From an optimization exercise on the open Yosys and OpenROAD flow, aimed at small area, a short achievable clock period and few clock cycles per item; shortcuts taken in it are not production practice. RTL that was checked went through simulation tests only; none was proved equivalent to the original. No activity file was given, so power comes from the tool's default toggle rates.

Setup of exp/garnet:
==> flow/design.v (excerpt) <==
module bf_rescale (
    input  wire        clk,
    input  wire        rst,
    input  wire        start,
    input  wire [63:0] mask,
    input  wire [1:0]  rs_cap,
    output wire        ready,
    output reg         rd_en,
    output wire [5:0]  rd_addr,
    input  wire [31:0] rd_data,
    output reg         out_valid,
    output reg  [5:0]  out_idx,
    output reg  [12:0] out_i,
    output reg  [12:0] out_q,
    output reg         done,
    output wire [15:0] s_out,
    output wire [4:0]  exp_out,
    output wire        null_out
);
    localparam [1:0] S_IDLE = 2'd0,
                     S_P1   = 2'd1,
                     S_DIV  = 2'd2,
                     S_P2   = 2'd3;
    localparam [5:0] D_FIRST  = 6'd6;
    localparam [5:0] P2_FIRST = 6'd38;
    localparam [5:0] P2_LAST  = 6'd37;
    localparam [1:0] M_SQ  = 2'd0,     
                     M_ONE = 2'd1,     
                     M_S   = 2'd2;     
    reg [1:0]  state;
    reg        ready_r;
    reg [5:0]  cnt;
    reg        ready_o;
    reg [5:0]  ra_r;
    reg [63:0] mask_r;
    reg        cap_hi, cap_lo;
    reg        two;                     
    reg [15:0] s_r;                     
    reg [15:0] s_o;                     
    reg [4:0]  exp_r;
    reg        null_r;
    assign ready    = ready_o;
    assign rd_addr  = ra_r;
    assign s_out    = s_o;
    assign exp_out  = exp_r;
    assign null_out = null_r;
    wire accept = start & ready_r;
  ...
Size in the first run: about 0.030 mm² of cells after synthesis.
export LEC_CHECK = 0
export CAP_MARGIN = 20
export CORE_MARGIN = 2
export CORE_UTILIZATION = 40
export PLACE_DENSITY = 0.6
export SLEW_MARGIN = 20
create_clock -name core_clock -period 12.0 [get_ports {clk}]
standard.sh (not shown) runs the stock make flow with config.mk's settings and CLKGATE_MAP_FILE= SYNTH_SCRIPT=/design/flow/synth_recipe.tcl, a recipe that flattens the netlist after the stock synthesis.
==> flow/flow/run.sh <==
#!/bin/bash
# The standard layout (standard.sh, unchanged synthesis and steps) with three settings:
#  - the setup repair aims for a slack margin of 8.3 ns below the 12 ns clock, so that it
#    works on every path longer than 3.7 ns rather than only on paths over 12 ns;
#  - the port buffers are buf_2 rather than the default delay cell;
#  - clock tree clusters of at most 25 flip-flops within 100 um.
# Each tool's full output is in the ORFS logs under orfs/logs/; make's output is in
# standard_make.log beside this script's work folder.
set -euo pipefail
bash standard.sh SETUP_SLACK_MARGIN=8.3 CTS_CLUSTER_SIZE=25 CTS_CLUSTER_DIAMETER=100 \
    "BUFFER_PORTS_ARGS=-buffer_cell sky130_fd_sc_hd__buf_2" finish > standard_make.log 2>&1
Here is what was changed in the inputs of exp/onyx compared with exp/garnet.
==> flow/flow/run.sh <==
#!/bin/bash
# The standard layout, with the setup repair aiming for a margin below the clock period
# and plain buffers (not delay cells) on the ports.
set -euo pipefail
bash standard.sh SETUP_SLACK_MARGIN=8.6 CTS_CLUSTER_SIZE=20 CTS_CLUSTER_DIAMETER=100 "BUFFER_PORTS_ARGS=-buffer_cell sky130_fd_sc_hd__buf_2" finish > standard_make.log 2>&1
==> summary.txt <==
- Re met2 usage in global routing: exp/onyx is 0.94 points up on exp/garnet.
- Row count came out exactly the same in exp/onyx and exp/garnet.
- In the reports for exp/onyx and exp/garnet, the smaller clock network fraction of total power belongs to exp/onyx.
- Taking exp/garnet as the reference point, the sequential cell area share of exp/onyx falls by 0.46 points.
- Compared with exp/garnet, exp/onyx shows CTS buffer count that has gone up by more than 10%.
- Wire: exp/onyx routes more than exp/garnet
- Looking at cell area across both flows, exp/onyx is the weaker of the two, with exp/garnet ahead.
- exp/garnet ended up with sky130_fd_sc_hd__dfxtp_1 as its master of the slowest instance on the critical path; exp/onyx ended up with sky130_fd_sc_hd__edfxtp_1.
- A launch point of the critical path of s_o[14] is what exp/onyx shows, while out_i[0] belongs to exp/garnet.
No functional check of the RTL was part of any run of this note.

* * *

## run A
bf_rescale, a different RTL version from the one above (not shown whole).
Size: roughly 3100 cells after synthesis, ~170 I/O pins, ~29000 µm² of cells after synthesis.
Settings: LEC_CHECK=0, CAP_MARGIN=20, CORE_MARGIN=2, CORE_UTILIZATION=40, PLACE_DENSITY=0.6, SLEW_MARGIN=20; clock period 12.0 ns.
==> flow/flow/run.sh <==
#!/bin/bash
# The standard layout, with the setup repair aiming for a margin below the clock period
# and plain buffers (not delay cells) on the ports.
set -euo pipefail
bash standard.sh SETUP_SLACK_MARGIN=8.3 "BUFFER_PORTS_ARGS=-buffer_cell sky130_fd_sc_hd__buf_2" finish > standard_make.log 2>&1
Testbench counts of run A, summed over its fixed seeds: cycles 43,495, items 384.
Modified inputs, run B compared to run A
==> flow/flow/run.sh <==
#!/bin/bash
# The standard layout (standard.sh, unchanged synthesis and steps) with three settings:
#  - the setup repair aims for a slack margin of 8.3 ns below the 12 ns clock, so that it
#    works on every path longer than 3.7 ns rather than only on paths over 12 ns;
#  - the port buffers are buf_2 rather than the default delay cell;
#  - clock tree clusters of at most 25 flip-flops within 100 um.
# Each tool's full output is in the ORFS logs under orfs/logs/; make's output is in
# standard_make.log beside this script's work folder.
set -euo pipefail
bash standard.sh SETUP_SLACK_MARGIN=8.3 CTS_CLUSTER_SIZE=25 CTS_CLUSTER_DIAMETER=100 \
    "BUFFER_PORTS_ARGS=-buffer_cell sky130_fd_sc_hd__buf_2" finish > standard_make.log 2>&1
Findings:
- Per the final summary, run B finished and its layout is clean on timing, DRC and antenna.
- Filler cell count in the final layout was higher in the run labelled run B.
- Run B vs run A: aggregate routed wire length down in run B
- Going from run A to run B, the non-clock buffer count was found to have gone up by 1.0%.
- Relative max-transition margin on run B is behind run A.
- From run A to run B the numbers moved as follows: reported clock group power lost 41%; data arrival time of the worst path neither gained nor lost much; power density over the cells lost 4.1%; minimum setup slack in the final design lost 0.0069 ns.
What run C does differently from run B at the input level:
--- a/flow/flow/run.sh
+++ b/flow/flow/run.sh
@@ -6 +6 @@
-#  - clock tree clusters of at most 25 flip-flops within 100 um.
+#  - clock tree clusters of at most 20 flip-flops within 100 um.
@@ -10 +10 @@
-bash standard.sh SETUP_SLACK_MARGIN=8.3 CTS_CLUSTER_SIZE=25 CTS_CLUSTER_DIAMETER=100 \
+bash standard.sh SETUP_SLACK_MARGIN=8.3 CTS_CLUSTER_SIZE=25 CTS_CLUSTER_DIAMETER=100 CORE_UTILIZATION=55 PLACE_DENSITY=0.75 \
--- outcome ---
- The final reports for run C and run B show clock buffer count higher in the former.
- Re layout filler cell count: run B was higher than run C.
- In run C, via count is higher than in run B.
- Between run C and run B, it is run C whose global-route usage is higher, by 7.1 points.
- Time the worst path needs with I/O delays and setup across run C and run B: no real change.
- Run C against run B; worst IR drop on VDD is up by more than a quarter.
- The lower area growth from synthesis to final layout came out of run C.
- Of run C and run B, the run reporting the higher met2 routing resource usage after global routing was run C.
- Looking at first-pass GRT wire length, run C sits about 0.54% higher than run B does.
- Status: wire length after detailed routing parity (run C, run B)
Input changes introduced in run D (baseline for comparison: run C):
--- a/flow/flow/run.sh
+++ b/flow/flow/run.sh
@@ -10 +10 @@
-bash standard.sh SETUP_SLACK_MARGIN=8.3 CTS_CLUSTER_SIZE=25 CTS_CLUSTER_DIAMETER=100 CORE_UTILIZATION=55 PLACE_DENSITY=0.75 \
+bash standard.sh SETUP_SLACK_MARGIN=8.3 CTS_CLUSTER_SIZE=25 CTS_CLUSTER_DIAMETER=100 \
### Flow results
- Taking run C as the reference, in run D wire length on met3 decreased about 26%, non-clock buffer count climbed 3, final worst hold slack lost 0.0052 ns.
[inputs] run E vs run D
--- a/flow/flow/run.sh
+++ b/flow/flow/run.sh
@@ -10 +10 @@
-bash standard.sh SETUP_SLACK_MARGIN=8.3 CTS_CLUSTER_SIZE=25 CTS_CLUSTER_DIAMETER=100 \
+bash standard.sh SETUP_SLACK_MARGIN=8.3 CTS_CLUSTER_SIZE=20 CTS_CLUSTER_DIAMETER=100 CORE_UTILIZATION=55 PLACE_DENSITY=0.75 \
## What came out
- Run E did not stop at any stage, and its layout met the timing, DRC and antenna checks.
- Final wirelength (run E vs. run D) decreases slightly
- Diff run D -> run E | die area | decrease of about 27%
- Comparing run E and run D, the lower wire length of the first global-routing pass was measured on run D.
- Between run E and run D, it is run E whose met2 usage is higher, by 13 points.
- Looking at run E and run D, the sequential cell area is a wash.
- In the reports for run E and run D, the smaller via count of the first global-routing pass belongs to run D.
- In terms of fraction of the cycle the final worst path needs, run E and run D differ only marginally.
- In run E, the non-clock buffer instance count of the final layout came out 3 below the value in run D.
- Slew at the pin with the worst max-slew slack in run E is 0.15 ns above run D.
- Comparing run E and run D, clock period minus worst slack is lower on run D.
- Total power consumption of the routed design (higher): run D
[inputs] run F vs run E
==> flow/flow/run.sh <==
#!/bin/bash
# The standard layout, with the setup repair aiming for a margin below the clock period
# and plain buffers (not delay cells) on the ports.
set -euo pipefail
bash standard.sh SETUP_SLACK_MARGIN=8.3 CTS_CLUSTER_SIZE=20 CTS_CLUSTER_DIAMETER=100 "BUFFER_PORTS_ARGS=-buffer_cell sky130_fd_sc_hd__buf_2" finish > standard_make.log 2>&1
Findings:
In the reports for run F and run E, the smaller area growth from synthesis to layout belongs to run E.
Run E → run F: count of buffers not belonging to the clock network in the layout moved up; instance count on the critical path has increased; global-route usage over all layers lower.
Run F -> run E: combinational fraction of design power flat
NOTE via count of the first global-routing pass run E->run F decreased by a few percent
Total power went up slightly going from run E to run F.

* * *

== job 6771 ==
Starting RTL as in the previous note.
==> flow/design.v (excerpt) <==
module bf_rescale (
    input  wire        clk,
    input  wire        rst,
    input  wire        start,
    input  wire [63:0] mask,
    input  wire [1:0]  rs_cap,
    output wire        ready,
    output reg         rd_en,
    output wire [5:0]  rd_addr,
    input  wire [31:0] rd_data,
    output reg         out_valid,
    output reg  [5:0]  out_idx,
    output reg  [12:0] out_i,
    output reg  [12:0] out_q,
    output reg         done,
    output wire [15:0] s_out,
    output wire [4:0]  exp_out,
    output wire        null_out
);
    localparam [1:0] S_IDLE = 2'd0,
                     S_P1   = 2'd1,
                     S_DIV  = 2'd2,
                     S_P2   = 2'd3;
    localparam [5:0] D_FIRST  = 6'd6;
    localparam [5:0] P2_FIRST = 6'd38;
    localparam [5:0] P2_LAST  = 6'd37;
    localparam [1:0] M_SQ  = 2'd0,     
                     M_ONE = 2'd1,     
                     M_S   = 2'd2;     
    reg [1:0]  state;
    reg        ready_r;
    reg [5:0]  cnt;
    reg [63:0] mask_r;
    reg        cap_hi, cap_lo;
    reg        two;                     
    reg [15:0] s_r;
    reg [4:0]  exp_r;
    reg        null_r;
    assign ready    = ready_r;
    assign rd_addr  = cnt;
    assign s_out    = s_r;
    assign exp_out  = exp_r;
    assign null_out = null_r;
    wire accept = start & ready_r;
    wire last_rd  = (state == S_P1 && cnt == 6'd0) || (state == S_P2 && cnt == P2_LAST);
    wire first_rd = (state == S_P1 && cnt == 6'd1) || (state == S_P2 && cnt == P2_FIRST);
    always @(posedge clk) begin
        cnt    <= ready_r ? 6'd1 : cnt + 6'd1;
        mask_r <= ready_r ? {mask[0], mask[63:1]} : {mask_r[0], mask_r[63:1]};
        if (ready_r) begin
            cap_hi <= rs_cap[1];
            cap_lo <= rs_cap[0];
        end
        if (state == S_P1 && cnt == 6'd1)
            two <= ~cap_hi & (|mask_r);
    end
    always @(posedge clk) begin
  ...
clock: 12.0 ns
lec_check: 0
cap_margin: 20
core_margin: 2
core_utilization: 40
place_density: 0.6
slew_margin: 20
==> flow/flow/run.sh <==
#!/bin/bash
# The standard layout, with the setup repair aiming for a margin below the clock period
# and plain buffers (not delay cells) on the ports.
set -euo pipefail
bash standard.sh SETUP_SLACK_MARGIN=8 "BUFFER_PORTS_ARGS=-buffer_cell sky130_fd_sc_hd__buf_2" finish > standard_make.log 2>&1
Testbench counts of job 6771, summed over its fixed seeds: cycles 43,495, items 384.
[inputs] job 7724 vs job 6771
==> flow/flow/run.sh <==
#!/bin/bash
# The standard layout (standard.sh, unchanged synthesis and steps) with three settings:
#  - the setup repair aims for a slack margin of 8.3 ns below the 12 ns clock, so that it
#    works on every path longer than 3.7 ns rather than only on paths over 12 ns;
#  - the port buffers are buf_2 rather than the default delay cell;
#  - clock tree clusters of at most 20 flip-flops within 100 um.
# Each tool's full output is in the ORFS logs under orfs/logs/; make's output is in
# standard_make.log beside this script's work folder.
set -euo pipefail
bash standard.sh SETUP_SLACK_MARGIN=8.3 CTS_CLUSTER_SIZE=20 CTS_CLUSTER_DIAMETER=100 SLEW_MARGIN=5 CAP_MARGIN=5 \
    "BUFFER_PORTS_ARGS=-buffer_cell sky130_fd_sc_hd__buf_2" finish > standard_make.log 2>&1
Results
When job 7724 is measured against job 6771, its minimum period implied by the final worst setup slack turns out 0.21 ns lower.
The share of power burned in the clock network in job 7724 sits 5.5 points below the value recorded for job 6771.
As far as share of flip-flops with an asynchronous set or reset goes, job 6771 and job 7724 are indistinguishable; the numbers are identical.
Delta (job 7724 minus job 6771): wire length reported by the detailed router +0.66%; detailed placement HPWL flat.
Cell count: job 7724 lower than job 6771
Job 7724 -> job 6771: horizontal die dimension delta 0, exact match
Going from job 6771 to job 7724, slack of the worst reg-to-reg path grows by 0.22 ns.
| number of buffers created by CTS | job 7724 vs job 6771 | 44% lower |
Compared with job 6771, job 7724 shows a total power of the final layout that is 0.50 mW lower.
First-iteration DRC count: job 7724 > job 6771
Inputs modified between job 7724 and job 6994:
diff --git a/flow/flow/run.sh b/flow/flow/run.sh
--- a/flow/flow/run.sh
+++ b/flow/flow/run.sh
@@ -8,4 +8,4 @@
 # standard_make.log beside this script's work folder.
 set -euo pipefail
-bash standard.sh SETUP_SLACK_MARGIN=8.3 CTS_CLUSTER_SIZE=20 CTS_CLUSTER_DIAMETER=100 SLEW_MARGIN=5 CAP_MARGIN=5 \
+bash standard.sh SETUP_SLACK_MARGIN=8.45 CTS_CLUSTER_SIZE=25 CTS_CLUSTER_DIAMETER=100 \
     "BUFFER_PORTS_ARGS=-buffer_cell sky130_fd_sc_hd__buf_2" finish > standard_make.log 2>&1
Results
Between job 6994 and job 7724, the difference in smallest hold slack is negligible. Job 6994 ends up with a non-clock buffer count that is 15 higher than in job 7724. Total routing resource utilization after global routing: job 7724 vs job 6994, no meaningful difference. Launch point of the worst path = ready_r: job 7724; launch point of the worst path = s_r[1]: job 6994. TritonCTS buffer count in job 6994 is 14% below job 7724. Part of the total power dissipated in the clock network (higher): job 7724. Job 7724 reports its cell with the biggest individual delay on the critical path as dfxtp_4 while job 6994 reports edfxtp_1. Lower utilization after layout among job 6994 and job 7724: job 7724. Job 6994: flow completed, timing, DRC and antenna clean.
#### Input delta (job 7841 over job 6994)
diff --git a/flow/flow/run.sh b/flow/flow/run.sh
--- a/flow/flow/run.sh
+++ b/flow/flow/run.sh
@@ -8,4 +8,4 @@
 # standard_make.log beside this script's work folder.
 set -euo pipefail
-bash standard.sh SETUP_SLACK_MARGIN=8.45 CTS_CLUSTER_SIZE=25 CTS_CLUSTER_DIAMETER=100 \
+bash standard.sh SETUP_SLACK_MARGIN=8.3 CTS_CLUSTER_SIZE=20 CTS_CLUSTER_DIAMETER=100 \
     "BUFFER_PORTS_ARGS=-buffer_cell sky130_fd_sc_hd__buf_2" finish > standard_make.log 2>&1
Notes after the runs:
- Compared with job 6994, job 7841 supports a lower clock frequency.
- Worst path buffer plus inverter count for job 7841: 1 up relative to job 6994
- Compared job 6994 against job 7841; met1 usage in global routing within noise.
- The run showing the smaller routed wire length is job 7841.
- Tightest hold margin: job 7841 vs job 6994 — no meaningful difference
- Max layout-stage area growth over the synthesis result across job 6994 and job 7841: job 6994
- On filler-free cell count of the finished design, job 7841 tracks job 6994 almost exactly.
- Going from job 6994 to job 7841, global-route wire length before repair now sits at about the same level, power now sits at about the same level, clock-buffer cell count now sits higher.
Here is what was changed in the inputs of job 3286 compared with job 7841.
diff --git a/flow/flow/run.sh b/flow/flow/run.sh
--- a/flow/flow/run.sh
+++ b/flow/flow/run.sh
@@ -8,4 +8,4 @@
 # standard_make.log beside this script's work folder.
 set -euo pipefail
-bash standard.sh SETUP_SLACK_MARGIN=8.3 CTS_CLUSTER_SIZE=20 CTS_CLUSTER_DIAMETER=100 \
+bash standard.sh SETUP_SLACK_MARGIN=8.15 CTS_CLUSTER_SIZE=25 CTS_CLUSTER_DIAMETER=100 \
     "BUFFER_PORTS_ARGS=-buffer_cell sky130_fd_sc_hd__buf_2" finish > standard_make.log 2>&1
[summary]
Job 3286 finished every step from synthesis to the final layout, and the layout passed the timing, DRC and antenna checks.
Job 3286 and job 7841 ended up with roughly the same net switching component of the power.
Between job 7841 and job 3286, the length of routed met2 wiring is higher for job 7841.
The run showing the smaller global-route usage is job 3286.
Delta (job 3286 minus job 7841): multi-input gate share of total cell area rose by 0.51 points; peak clock frequency supported by timing now smaller; sequential share of layout area has increased; number of buffers other than clock buffers in the final layout now smaller; critical path depth lost 1.
| worst setup slack | higher: job 7841 |
Summary of job 3286 over job 7841: met2 demand-to-capacity share in global routing lost 0.51 points, total wirelength of the detailed-routed design shrank by 740 um.

static timing again, ports no longer ideal:
The results above use ideal ports. As a check the final layouts listed here were re-extracted and re-timed, cells and wires unchanged. Step 1: set_driving_cell puts a clkbuf_16 on clk and a buf_2 on each other input, an assumption about the parent block. Step 2 adds t to the input delays and takes it off the output delays; t is the mean of the earliest and latest rising clock arrival at the registers after step 1. Input paths then give back, and output paths get back, about the clock's delay inside the block. Three values: no drivers, after step 1, after step 2; two values: the first two.
| run | t (ns) | slack for setup (ns) | clock arrival spread, ns | slew at the worst register clock pin (ns) | worst data-port slew with drivers (ns) |
|---|---|---|---|---|---|
| exp/garnet | 0.673 | 8.380 / 8.320 / 8.241 | 0.040 / 0.040 | 0.11 / 0.11 | 0.07 |
| exp/onyx | 0.688 | 8.405 / 8.347 / 8.281 | 0.047 / 0.047 | 0.09 / 0.09 | 0.08 |
| run A | 0.650 | 8.355 / 8.291 / 8.269 | 0.032 / 0.032 | 0.07 / 0.07 | 0.11 |
| run B | 0.646 | 8.348 / 8.286 / 8.272 | 0.025 / 0.024 | 0.10 / 0.10 | 0.11 |
| run C | 0.641 | 8.351 / 8.293 / 8.314 | 0.025 / 0.025 | 0.10 / 0.10 | 0.10 |
| run D | 0.646 | 8.348 / 8.286 / 8.272 | 0.025 / 0.024 | 0.10 / 0.10 | 0.11 |
| run E | 0.652 | 8.339 / 8.281 / 8.290 | 0.037 / 0.036 | 0.09 / 0.09 | 0.10 |
| run F | 0.653 | 8.342 / 8.279 / 8.265 | 0.019 / 0.019 | 0.09 / 0.09 | 0.11 |
| job 6771 | 0.647 | 8.133 / 8.071 / 8.242 | 0.033 / 0.033 | 0.07 / 0.07 | 0.11 |
| job 7724 | 0.653 | 8.343 / 8.279 / 8.257 | 0.019 / 0.019 | 0.09 / 0.09 | 0.11 |
| job 6994 | 0.645 | 8.353 / 8.291 / 8.272 | 0.025 / 0.026 | 0.11 / 0.11 | 0.11 |
| job 7841 | 0.653 | 8.342 / 8.279 / 8.265 | 0.019 / 0.019 | 0.09 / 0.09 | 0.11 |
| job 3286 | 0.645 | 8.248 / 8.185 / 8.279 | 0.027 / 0.026 | 0.11 / 0.11 | 0.10 |
After both steps setup and hold are still met in every run listed. The setup slack of exp/garnet, which loses most, moves by -0.060 ns with the drivers and by -0.139 ns with both steps.
